Background: an optimization exercise with open tools, aiming at small area, a short achievable clock period and few clock cycles per item. Do not read the settings as production practice.
RTL that was checked went through simulation tests only; none was proved equivalent to the original.

Q:
## div_sqrt
module div_sqrt (
    input  wire        clk,
    input  wire        rst,
    input  wire        in_valid,
    output wire        in_ready,
    input  wire        op,         
    input  wire [31:0] a,
    input  wire [31:0] b,
    input  wire [4:0]  s,
    output reg         out_valid,
    output wire [31:0] result,
    output reg         sat
);
    localparam [1:0] S_IDLE = 2'd0, S_NORM = 2'd1, S_ITER = 2'd2, S_FIN = 2'd3;
    reg [1:0]  state;
    reg [5:0]  cnt;           
    reg        r_op;
    reg        r_aneg;        
    reg        r_neg;         
    reg [4:0]  r_s;
    reg [4:0]  za, zb;        
    reg        a_zero, b_zero;
    reg        a_ovf, b_ovf;   
    reg        f_force;       
    reg        f_zero;        
    reg        f_sat;         
    reg        f_neg;         
    reg [33:0] R;             
    reg [31:0] D;             
    reg        Ds;
    reg [33:0] Q;             
    assign in_ready = (state == S_IDLE) || (state == S_FIN);
  ...
Size in the first run: about 150 flip-flops, roughly 0.018 mm2 of cells after synthesis.
clock: 7.0 ns
lec_check: 0
abc_clock_period_in_ps: 2500
cap_margin: 20
core_margin: 2
core_utilization: 40
setup_slack_margin: 3.0
slew_margin: 20
run.sh (not shown) runs the stock make flow with config.mk's settings and CLKGATE_MAP_FILE= SYNTH_SCRIPT=/design/flow/synth_recipe.tcl, a recipe that flattens the netlist after the stock synthesis.
[inputs] R vs Q
diff --git a/flow/design.v b/flow/design.v
--- a/flow/design.v
+++ b/flow/design.v
@@ -79,24 +79,23 @@
     wire        rnd    = (state == S_IDLE) || (state == S_FIN);
     wire        m      = ~R[33];               
     wire        k      = m ^ Ds;               
     wire [35:0] x      = rnd ? 36'd0 : {R[33:0], r_op ? Q[33:32] : 2'b00};
     wire [35:0] t      = {{2{Ds ^ k}}, D ^ {32{k}}, rnd | r_op | k, rnd | r_op | k};
     wire        cin    = rnd ? (r_neg ^ up) : (~r_op & k);
     wire [36:0] sum1   = {x, 1'b1} + {t, cin};            
     wire [35:0] sum    = sum1[36:1];
     wire        qb     = ~sum[35];
     wire [33:0] base   = Q;
     wire [32:0] bh     = base[33:1];
-    wire        s_zero = ((x ^ t) == {x[34:0] | t[34:0], cin});
-    reg         sticky;
+    wire        sticky = |R;                   
     wire        up     = base[0] & (r_op | sticky | base[1]);
     wire        ovf    = r_neg ? (bh[32] | (bh[31] & (|bh[30:0] | up)))
                                : (|bh[32:31] | (&bh[30:0] & up));
     wire [31:0] sres   = sum[33:2];
     wire [31:0] fin_res = f_force ? (f_zero ? 32'd0 : (f_neg ? 32'h8000_0000 : 32'h7FFF_FFFF))
                         : ovf     ? (r_neg ? 32'h8000_0000 : 32'h7FFF_FFFF)
                         :           sres;
     wire        fin_sat = f_force ? f_sat : ovf;
     always @(posedge clk) begin
         if (rst) begin
             state     <= S_IDLE;
@@ -141,23 +140,22 @@
                 if (!r_op) begin
                     R <= {2'b00, an};
                     {Ds, D} <= bn;
                     Q <= 34'd0;
                 end else begin
                     R <= 34'd0;
                     {Ds, D} <= 33'd0;
                     Q <= {an, 2'b00};
                 end
             end
             S_ITER: begin
-                sticky  <= ~s_zero;
                 f_force <= force_c;
                 f_zero  <= fzero_c;
                 f_sat   <= fsat_c;
                 f_neg   <= fneg_c;
                 cnt     <= cnt + 6'd1;
                 if (cnt == last_r)
                     Ds  <= qb ^ r_neg;           
                 if (!r_op) begin
                     R <= sum[34:1];
                     Q <= {Q[32:0], qb};
                     if (cnt == last_r)
==> run notes <==
The setup slack of R is smaller than that of Q. Changes observed in R relative to Q: initial antenna violation count moved up; number of clock sinks moved down; detailed route wirelength on metal3 moved down.
Testbench counts of R, summed over its fixed seeds: cycles 37,466, items 2,400.
The RTL of Q was laid out without a check of its function.

The RTL this note starts from:
==> flow/design.v <==
module div_sqrt (
    input  wire        clk,
    input  wire        rst,
    input  wire        in_valid,
    output wire        in_ready,
    input  wire        op,         
    input  wire [31:0] a,
    input  wire [31:0] b,
    input  wire [4:0]  s,
    output reg         out_valid,
    output wire [31:0] result,
    output reg         sat
);
    localparam [1:0] S_IDLE = 2'd0, S_NORM = 2'd1, S_ITER = 2'd2, S_FIN = 2'd3;
    reg [1:0]  state;
    reg [5:0]  cnt;           
    reg        r_op;
    reg        r_aneg;        
    reg        r_neg;         
    reg [4:0]  r_s;
    reg [4:0]  za, zb;        
    reg        a_zero, b_zero;
    reg        a_ovf, b_ovf;   
    reg        f_force;       
    reg        f_zero;        
    reg        f_sat;         
    reg        f_neg;         
    reg [33:0] R;             
    reg [31:0] D;             
    reg        Ds;
    reg [33:0] Q;             
    assign in_ready = (state == S_IDLE) || (state == S_FIN);
    wire   accept   = in_valid && in_ready;
    assign result   = Q[31:0];
    wire [31:0] a_abs = a[31] ? (32'd0 - a) : a;
    wire [31:0] r_in  = (op && s[0]) ? {a[30:0], 1'b0} : a_abs;
    function [4:0] lzc32;
        input [31:0] x;
        reg   [15:0] h;
        reg   [7:0]  g;
        reg   [3:0]  f;
        reg   [1:0]  e;
        begin
            lzc32[4] = ~|x[31:16];
            h        = lzc32[4] ? x[15:0] : x[31:16];
            lzc32[3] = ~|h[15:8];
            g        = lzc32[3] ? h[7:0] : h[15:8];
            lzc32[2] = ~|g[7:4];
            f        = lzc32[2] ? g[3:0] : g[7:4];
            lzc32[1] = ~|f[3:2];
            e        = lzc32[1] ? f[1:0] : f[3:2];
            lzc32[0] = ~e[1];
        end
    endfunction
    wire [4:0]  la_in = lzc32((op && s[0]) ? {a[30:0], 1'b0} : (a ^ {32{a[31]}}));
    wire [4:0]  lb_in = lzc32(b ^ {32{b[31]}});
    wire [4:0]  las   = {za[4:1], 1'b0};         
    wire [31:0] ash   = R[31:0] << (r_op ? las : za);
    wire [32:0] bsh   = {Ds, D} << zb;
    wire        a_sh_ovf = ~ash[31] & ~a_zero;
    wire        b_sh_ovf = Ds & ~|bsh[31:0];
    wire [31:0] an    = {r_op ? ash[31] : ~a_zero, ash[30:0]};
    wire [32:0] bn    = bsh;
    wire [7:0]  e_nov     = {3'd0, r_s} - {3'd0, za} + {3'd0, zb};   
    wire [5:0]  last_sqrt = 6'd16 + {2'd0, r_s[4:1]} - {2'd0, za[4:1]};
    wire [5:0]  last_n    = r_op ? last_sqrt : (e_nov[5:0] + 6'd1);
    reg  [5:0]  last_r;
    reg         lo_m, lo_0, lo_p, hi_m, hi_0, hi_p;    
    wire        e_low     = (a_ovf & ~b_ovf) ? lo_p : (~a_ovf & b_ovf) ? lo_m : lo_0;  
    wire        e_high    = (a_ovf & ~b_ovf) ? hi_p : (~a_ovf & b_ovf) ? hi_m : hi_0;  
    wire        force_c   = r_op ? (r_aneg | a_zero)
                                 : (b_zero | a_zero | e_low | e_high);
    wire        fzero_c   = r_op | (b_zero ? a_zero : (a_zero | e_low));
    wire        fsat_c    = r_op ? r_aneg : (b_zero | (~a_zero & e_high));
    wire        fneg_c    = b_zero ? r_aneg : r_neg;
    wire        force_n   = r_op ? (r_aneg | a_zero) : (b_zero | a_zero);
    wire        fzero_n   = r_op | a_zero;
    wire        fsat_n    = r_op ? r_aneg : b_zero;
    wire        rnd    = (state == S_IDLE) || (state == S_FIN);
    wire        m      = ~R[33];               
    wire        k      = m ^ Ds;               
    wire [35:0] x      = rnd ? 36'd0 : {R[33:0], r_op ? Q[33:32] : 2'b00};
    wire [35:0] t      = {{2{Ds ^ k}}, D ^ {32{k}}, rnd | r_op | k, rnd | r_op | k};
    wire        cin    = rnd ? (r_neg ^ up) : (~r_op & k);
    wire [36:0] sum1   = {x, 1'b1} + {t, cin};            
    wire [35:0] sum    = sum1[36:1];
    wire        qb     = ~sum[35];
    wire [33:0] base   = Q;
    wire [32:0] bh     = base[33:1];
    wire        sticky = |R;                   
    wire        up     = base[0] & (r_op | sticky | base[1]);
    wire        ovf    = r_neg ? (bh[32] | (bh[31] & (|bh[30:0] | up)))
                               : (|bh[32:31] | (&bh[30:0] & up));
    wire [31:0] sres   = sum[33:2];
    wire [31:0] fin_res = f_force ? (f_zero ? 32'd0 : (f_neg ? 32'h8000_0000 : 32'h7FFF_FFFF))
                        : ovf     ? (r_neg ? 32'h8000_0000 : 32'h7FFF_FFFF)
                        :           sres;
    wire        fin_sat = f_force ? f_sat : ovf;
    always @(posedge clk) begin
        if (rst) begin
            state     <= S_IDLE;
            out_valid <= 1'b0;
        end else begin
            out_valid <= (state == S_FIN);
            case (state)
                S_NORM:  state <= force_n ? S_FIN : S_ITER;
                S_ITER:  if (force_c || cnt == last_r) state <= S_FIN;
                default: state <= accept ? S_NORM : S_IDLE;
            endcase
        end
    end
    always @(posedge clk) begin
        sat <= fin_sat;              
        if (accept) begin
            r_op   <= op;
            r_aneg <= a[31];
            r_neg  <= ~op & (a[31] ^ b[31]);
            r_s    <= s;
            za     <= la_in;
            zb     <= lb_in;
            a_zero <= ~|a;
            b_zero <= ~|b;
        end
        case (state)
            S_NORM: begin
                a_ovf   <= a_sh_ovf;
                b_ovf   <= b_sh_ovf;
                cnt     <= {6{~r_op & a_sh_ovf}};    
                last_r  <= last_n;
                lo_m    <= e_nov[7];
                lo_0    <= e_nov[7] & (e_nov != 8'hFF);
                lo_p    <= e_nov[7] & (e_nov < 8'hFE);
                hi_m    <= ~e_nov[7] & (e_nov[6:0] > 7'd33);
                hi_0    <= ~e_nov[7] & (e_nov[6:0] > 7'd32);
                hi_p    <= ~e_nov[7] & (e_nov[6:0] > 7'd31);
                f_force <= force_n;
                f_zero  <= fzero_n;
                f_sat   <= fsat_n;
                f_neg   <= fneg_c;
                if (!r_op) begin
                    R <= {2'b00, an};
                    {Ds, D} <= bn;
                    Q <= 34'd0;
                end else begin
                    R <= 34'd0;
                    {Ds, D} <= 33'd0;
                    Q <= {an, 2'b00};
                end
            end
            S_ITER: begin
                f_force <= force_c;
                f_zero  <= fzero_c;
                f_sat   <= fsat_c;
                f_neg   <= fneg_c;
                cnt     <= cnt + 6'd1;
                if (cnt == last_r)
                    Ds  <= qb ^ r_neg;           
                if (!r_op) begin
                    R <= sum[34:1];
                    Q <= {Q[32:0], qb};
                    if (cnt == last_r)
                        D <= Q[31:0];
                end else begin
                    R <= sum[33:0];
                    if (cnt == last_r) begin
                        Q <= {1'b0, D, qb};
                    end else begin
                        D <= {D[30:0], qb};
                        Q <= {Q[31:0], 2'b00};
                    end
                end
            end
            default: begin   
                Q   <= {2'd0, fin_res};
                cnt <= 6'd0;
                f_force <= force_c;
                f_zero  <= fzero_c;
                f_sat   <= fsat_c;
                f_neg   <= fneg_c;
                R   <= {2'b00, r_in};
                D   <= b;
                Ds  <= b[31];
            end
        endcase
    end
endmodule
==> flow/config.mk <==
export PLATFORM = sky130hd
export DESIGN_NAME = div_sqrt
export DESIGN_NICKNAME = div_sqrt
export VERILOG_FILES = /design/flow/design.v
export SDC_FILE = /design/flow/constraint.sdc
export NUM_CORES = 4
export LEC_CHECK = 0
export ABC_CLOCK_PERIOD_IN_PS = 2500
export CAP_MARGIN = 20
export CORE_MARGIN = 2
export CORE_UTILIZATION = 40
export SETUP_SLACK_MARGIN = 2.8
export SLEW_MARGIN = 20
==> flow/constraint.sdc <==
create_clock -name core_clock -period 7.0 [get_ports {clk}]
set_input_delay 1.4000 -clock core_clock [delete_from_list [all_inputs] [get_ports {clk}]]
set_output_delay 1.4000 -clock core_clock [all_outputs]
set_load 0.01 [all_outputs]
Testbench counts at the start, summed over its fixed seeds: cycles 37,466, items 2,400.
Rerun with:
--- a/flow/design.v
+++ b/flow/design.v
@@ -68,10 +68,12 @@
     reg         lo_m, lo_0, lo_p, hi_m, hi_0, hi_p;    
     wire        e_low     = (a_ovf & ~b_ovf) ? lo_p : (~a_ovf & b_ovf) ? lo_m : lo_0;  
     wire        e_high    = (a_ovf & ~b_ovf) ? hi_p : (~a_ovf & b_ovf) ? hi_m : hi_0;  
+    wire [5:0]  q_pos     = last_r - cnt;
+    wire        early_sat = Q[0] & (r_neg ? (q_pos > 6'd31) : (q_pos > 6'd30));
     wire        force_c   = r_op ? (r_aneg | a_zero)
-                                 : (b_zero | a_zero | e_low | e_high);
+                                 : (b_zero | a_zero | e_low | e_high | early_sat);
     wire        fzero_c   = r_op | (b_zero ? a_zero : (a_zero | e_low));
-    wire        fsat_c    = r_op ? r_aneg : (b_zero | (~a_zero & e_high));
+    wire        fsat_c    = r_op ? r_aneg : (b_zero | (~a_zero & (e_high | early_sat)));
     wire        fneg_c    = b_zero ? r_aneg : r_neg;
     wire        force_n   = r_op ? (r_aneg | a_zero) : (b_zero | a_zero);
     wire        fzero_n   = r_op | a_zero;
Outcome:
- worst setup slack gets worse by 330 ps
- wire length rises by 2.9%
- global-route usage grows by 0.52 points
- final cell count grows by about 2.4%
- utilization went down by 0.28 points
- first-iteration DRC count fell by 1.4%
- clock skew hardly moves
- cell area grows by 1.4%
- synthesized area increases by 1.7%
For the second run of this note, only the layout was checked, not whether the RTL still works.

Starts from the design.v that is shown in full above.
Settings: LEC_CHECK=0, ABC_CLOCK_PERIOD_IN_PS=2500, CAP_MARGIN=20, CORE_MARGIN=2, CORE_UTILIZATION=40, SETUP_SLACK_MARGIN=3.3, SLEW_MARGIN=20; clock period 7.0 ns.
Testbench counts at the start, summed over its fixed seeds: cycles 37,466, items 2,400.
==> next run, changes <==
--- a/flow/design.v
+++ b/flow/design.v
@@ -65,16 +65,18 @@
     wire [5:0]  last_sqrt = 6'd16 + {2'd0, r_s[4:1]} - {2'd0, za[4:1]};
     wire [5:0]  last_n    = r_op ? last_sqrt : (e_nov[5:0] + 6'd1);
     reg  [5:0]  last_r;
     reg         lo_m, lo_0, lo_p, hi_m, hi_0, hi_p;    
     wire        e_low     = (a_ovf & ~b_ovf) ? lo_p : (~a_ovf & b_ovf) ? lo_m : lo_0;  
     wire        e_high    = (a_ovf & ~b_ovf) ? hi_p : (~a_ovf & b_ovf) ? hi_m : hi_0;  
+    wire [5:0]  q_pos     = last_r - cnt;
+    wire        early_sat = Q[0] & (r_neg ? (q_pos > 6'd31) : (q_pos > 6'd30));
     wire        force_c   = r_op ? (r_aneg | a_zero)
-                                 : (b_zero | a_zero | e_low | e_high);
+                                 : (b_zero | a_zero | e_low | e_high | early_sat);
     wire        fzero_c   = r_op | (b_zero ? a_zero : (a_zero | e_low));
-    wire        fsat_c    = r_op ? r_aneg : (b_zero | (~a_zero & e_high));
+    wire        fsat_c    = r_op ? r_aneg : (b_zero | (~a_zero & (e_high | early_sat)));
     wire        fneg_c    = b_zero ? r_aneg : r_neg;
     wire        force_n   = r_op ? (r_aneg | a_zero) : (b_zero | a_zero);
     wire        fzero_n   = r_op | a_zero;
     wire        fsat_n    = r_op ? r_aneg : b_zero;
     wire        rnd    = (state == S_IDLE) || (state == S_FIN);
     wire        m      = ~R[33];               
After rerunning: The new run ran to the end with no violations; wire length is lower by 0.73%; synthesized cell count is higher by 2.2%; first-iteration DRC count is higher by 13%; register-to-register slack is worse by 440 ps; non-clock buffer count is higher by 19; hold slack is better by 3.1 ps; via count is higher by 2.4%; cell count is higher by 2.9%.
For the second run of this note, only the layout was checked, not whether the RTL still works.

## the previous run
Another version of the RTL of div_sqrt (not shown whole).
Size in the first run: ~150 flip-flops, about 110 I/O pins, roughly 17,000 um2 of cells after synthesis.
export LEC_CHECK = 0
export ABC_CLOCK_PERIOD_IN_PS = 2500
export CAP_MARGIN = 20
export CORE_MARGIN = 2
export CORE_UTILIZATION = 40
export SETUP_SLACK_MARGIN = 3.0
export SLEW_MARGIN = 20
create_clock -name core_clock -period 7.0 [get_ports {clk}]
diff inputs: the previous run => the current run
--- a/flow/design.v
+++ b/flow/design.v
@@ -25,18 +25,15 @@
     reg        f_zero;        
     reg        f_sat;         
     reg        f_neg;         
     reg [33:0] R;             
     reg [31:0] D;             
     reg        Ds;
     reg [33:0] Q;             
-    reg        stk;           
-    reg        fin2;          
-    wire       need_stk = (state == S_FIN) & ~fin2 & ~r_op & ~f_force & Q[0] & ~Q[1];
-    assign in_ready = (state == S_IDLE) || ((state == S_FIN) && !need_stk);
+    assign in_ready = (state == S_IDLE) || (state == S_FIN);
     wire   accept   = in_valid && in_ready;
     assign result   = Q[31:0];
     wire [31:0] a_abs = a[31] ? (32'd0 - a) : a;
     wire [31:0] r_in  = (op && s[0]) ? {a[30:0], 1'b0} : a_abs;
     function [4:0] lzc32;
         input [31:0] x;
         reg   [15:0] h;
@@ -67,18 +64,20 @@
     wire [7:0]  e_nov     = {3'd0, r_s} - {3'd0, za} + {3'd0, zb};   
     wire [5:0]  last_sqrt = 6'd16 + {2'd0, r_s[4:1]} - {2'd0, za[4:1]};
     wire [5:0]  last_n    = r_op ? last_sqrt : (e_nov[5:0] + 6'd1);
     reg  [5:0]  last_r;
     reg         lo_m, lo_0, lo_p, hi_m, hi_0, hi_p;    
     wire        e_low     = (a_ovf & ~b_ovf) ? lo_p : (~a_ovf & b_ovf) ? lo_m : lo_0;  
     wire        e_high    = (a_ovf & ~b_ovf) ? hi_p : (~a_ovf & b_ovf) ? hi_m : hi_0;  
+    wire [5:0]  q_pos     = last_r - cnt;
+    wire        early_sat = Q[0] & (r_neg ? (q_pos > 6'd31) : (q_pos > 6'd30));
     wire        force_c   = r_op ? (r_aneg | a_zero)
-                                 : (b_zero | a_zero | e_low | e_high);
+                                 : (b_zero | a_zero | e_low | e_high | early_sat);
     wire        fzero_c   = r_op | (b_zero ? a_zero : (a_zero | e_low));
-    wire        fsat_c    = r_op ? r_aneg : (b_zero | (~a_zero & e_high));
+    wire        fsat_c    = r_op ? r_aneg : (b_zero | (~a_zero & (e_high | early_sat)));
     wire        fneg_c    = b_zero ? r_aneg : r_neg;
     wire        force_n   = r_op ? (r_aneg | a_zero) : (b_zero | a_zero);
     wire        fzero_n   = r_op | a_zero;
     wire        fsat_n    = r_op ? r_aneg : b_zero;
     wire        rnd    = (state == S_IDLE) || (state == S_FIN);
     wire        m      = ~R[33];               
     wire        k      = m ^ Ds;               
@@ -86,39 +85,38 @@
     wire [35:0] t      = {{2{Ds ^ k}}, D ^ {32{k}}, rnd | r_op | k, rnd | r_op | k};
     wire        cin    = rnd ? (r_neg ^ up) : (~r_op & k);
     wire [36:0] sum1   = {x, 1'b1} + {t, cin};            
     wire [35:0] sum    = sum1[36:1];
     wire        qb     = ~sum[35];
     wire [33:0] base   = Q;
     wire [32:0] bh     = base[33:1];
-    wire        up     = base[0] & (r_op | stk | base[1]);
+    wire        sticky = |R;                   
+    wire        up     = base[0] & (r_op | sticky | base[1]);
     wire        ovf    = r_neg ? (bh[32] | (bh[31] & (|bh[30:0] | up)))
                                : (|bh[32:31] | (&bh[30:0] & up));
     wire [31:0] sres   = sum[33:2];
     wire [31:0] fin_res = f_force ? (f_zero ? 32'd0 : (f_neg ? 32'h8000_0000 : 32'h7FFF_FFFF))
                         : ovf     ? (r_neg ? 32'h8000_0000 : 32'h7FFF_FFFF)
                         :           sres;
     wire        fin_sat = f_force ? f_sat : ovf;
     always @(posedge clk) begin
         if (rst) begin
             state     <= S_IDLE;
             out_valid <= 1'b0;
         end else begin
-            out_valid <= (state == S_FIN) & ~need_stk;
+            out_valid <= (state == S_FIN);
             case (state)
                 S_NORM:  state <= force_n ? S_FIN : S_ITER;
                 S_ITER:  if (force_c || cnt == last_r) state <= S_FIN;
-                default: state <= need_stk ? S_FIN : accept ? S_NORM : S_IDLE;
+                default: state <= accept ? S_NORM : S_IDLE;
             endcase
         end
     end
     always @(posedge clk) begin
-        sat  <= fin_sat;             
-        fin2 <= need_stk;
-        stk  <= |R;                  
+        sat <= fin_sat;              
         if (accept) begin
             r_op   <= op;
             r_aneg <= a[31];
             r_neg  <= ~op & (a[31] ^ b[31]);
             r_s    <= s;
             za     <= la_in;
             zb     <= lb_in;
@@ -171,22 +169,20 @@
                     end else begin
                         D <= {D[30:0], qb};
                         Q <= {Q[31:0], 2'b00};
                     end
                 end
             end
             default: begin   
+                Q   <= {2'd0, fin_res};
                 cnt <= 6'd0;
+                f_force <= force_c;
+                f_zero  <= fzero_c;
+                f_sat   <= fsat_c;
+                f_neg   <= fneg_c;
                 R   <= {2'b00, r_in};
-                if (!need_stk) begin
-                    Q   <= {2'd0, fin_res};
-                    f_force <= force_c;
-                    f_zero  <= fzero_c;
-                    f_sat   <= fsat_c;
-                    f_neg   <= fneg_c;
-                    D   <= b;
-                    Ds  <= b[31];
-                end
+                D   <= b;
+                Ds  <= b[31];
             end
         endcase
     end
 endmodule
The pre-CTS setup slack in the current run was lower than what the previous run gave.
[the current run] global-route usage rose 1.3 points relative to the previous run
Summary of the current run over the previous run: synthesized cell area went down 2.5%, area of the placeable core went down about 2.6%, wire length of the first global-routing pass went up 1.8%, final routed wirelength across all metal layers went up 1.7%.
For the previous run, the slowest stage cell on the critical path was sky130_fd_sc_hd__edfxtp_1, unlike the current run, where it was sky130_fd_sc_hd__or4_4.
Share of cell area taken by muxes after synthesis, the current run and the previous run: smaller value in the previous run
Of the current run and the previous run, it is the current run that has the higher final critical-path required period.
Compared to the previous run, the current run has share of the synthesized netlist area taken by xor and xnor gates 0.25 points lower.
The filler cell count of the current run falls short of that of the previous run by 125.
The previous run -> the current run: cell area decreased by a few percent
No functional check of the RTL was part of any run of this note.

## separate check: timing with driven ports
No port has a modelled driver above. Below, the same layouts with a new extraction and two added sets of constraints.
Step 1 (the two cells are an assumption about what drives the block):
set clk [get_ports {clk}]
set_driving_cell -lib_cell sky130_fd_sc_hd__clkbuf_16 $clk
set_driving_cell -lib_cell sky130_fd_sc_hd__buf_2 [delete_from_list [all_inputs] $clk]
Step 2 times the ports against the registers' clock, not the clock port: input delays grow and output delays shrink by t, the midpoint of the rising clock arrivals with the driver on.
Three values: no drivers, after step 1, after step 2; two values: the first two.
run	t (ns)	setup slack, ns	hold WS [ns]	worst register clock-pin slew, ns	worst slew at a driven data input, ns
Q	0.520	3.033 / 3.033 / 2.579	0.521 / 0.521 / 0.521	0.08 / 0.08	0.05
R	0.523	2.862 / 2.862 / 2.577	0.515 / 0.515 / 0.515	0.07 / 0.07	0.05
the first run of note 2	0.515	2.853 / 2.853 / 2.381	0.523 / 0.523 / 0.523	0.08 / 0.08	0.05
the second run of note 2	0.506	2.521 / 2.521 / 2.398	0.525 / 0.525 / 0.525	0.08 / 0.08	0.05
the first run of note 3	0.520	2.910 / 2.910 / 2.639	0.511 / 0.511 / 0.511	0.08 / 0.08	0.20
the second run of note 3	0.510	2.471 / 2.471 / 2.471	0.514 / 0.514 / 0.514	0.07 / 0.07	0.16
the previous run	0.530	2.962 / 2.962 / 2.605	0.534 / 0.534 / 0.534	0.08 / 0.08	0.05
the current run	0.515	2.582 / 2.582 / 2.511	0.516 / 0.516 / 0.516	0.08 / 0.08	0.05
After both steps every run listed still meets setup and hold. The setup slack of the first run of note 2, which loses most, moves by 0.000 ns with the drivers and by -0.472 ns with both steps.
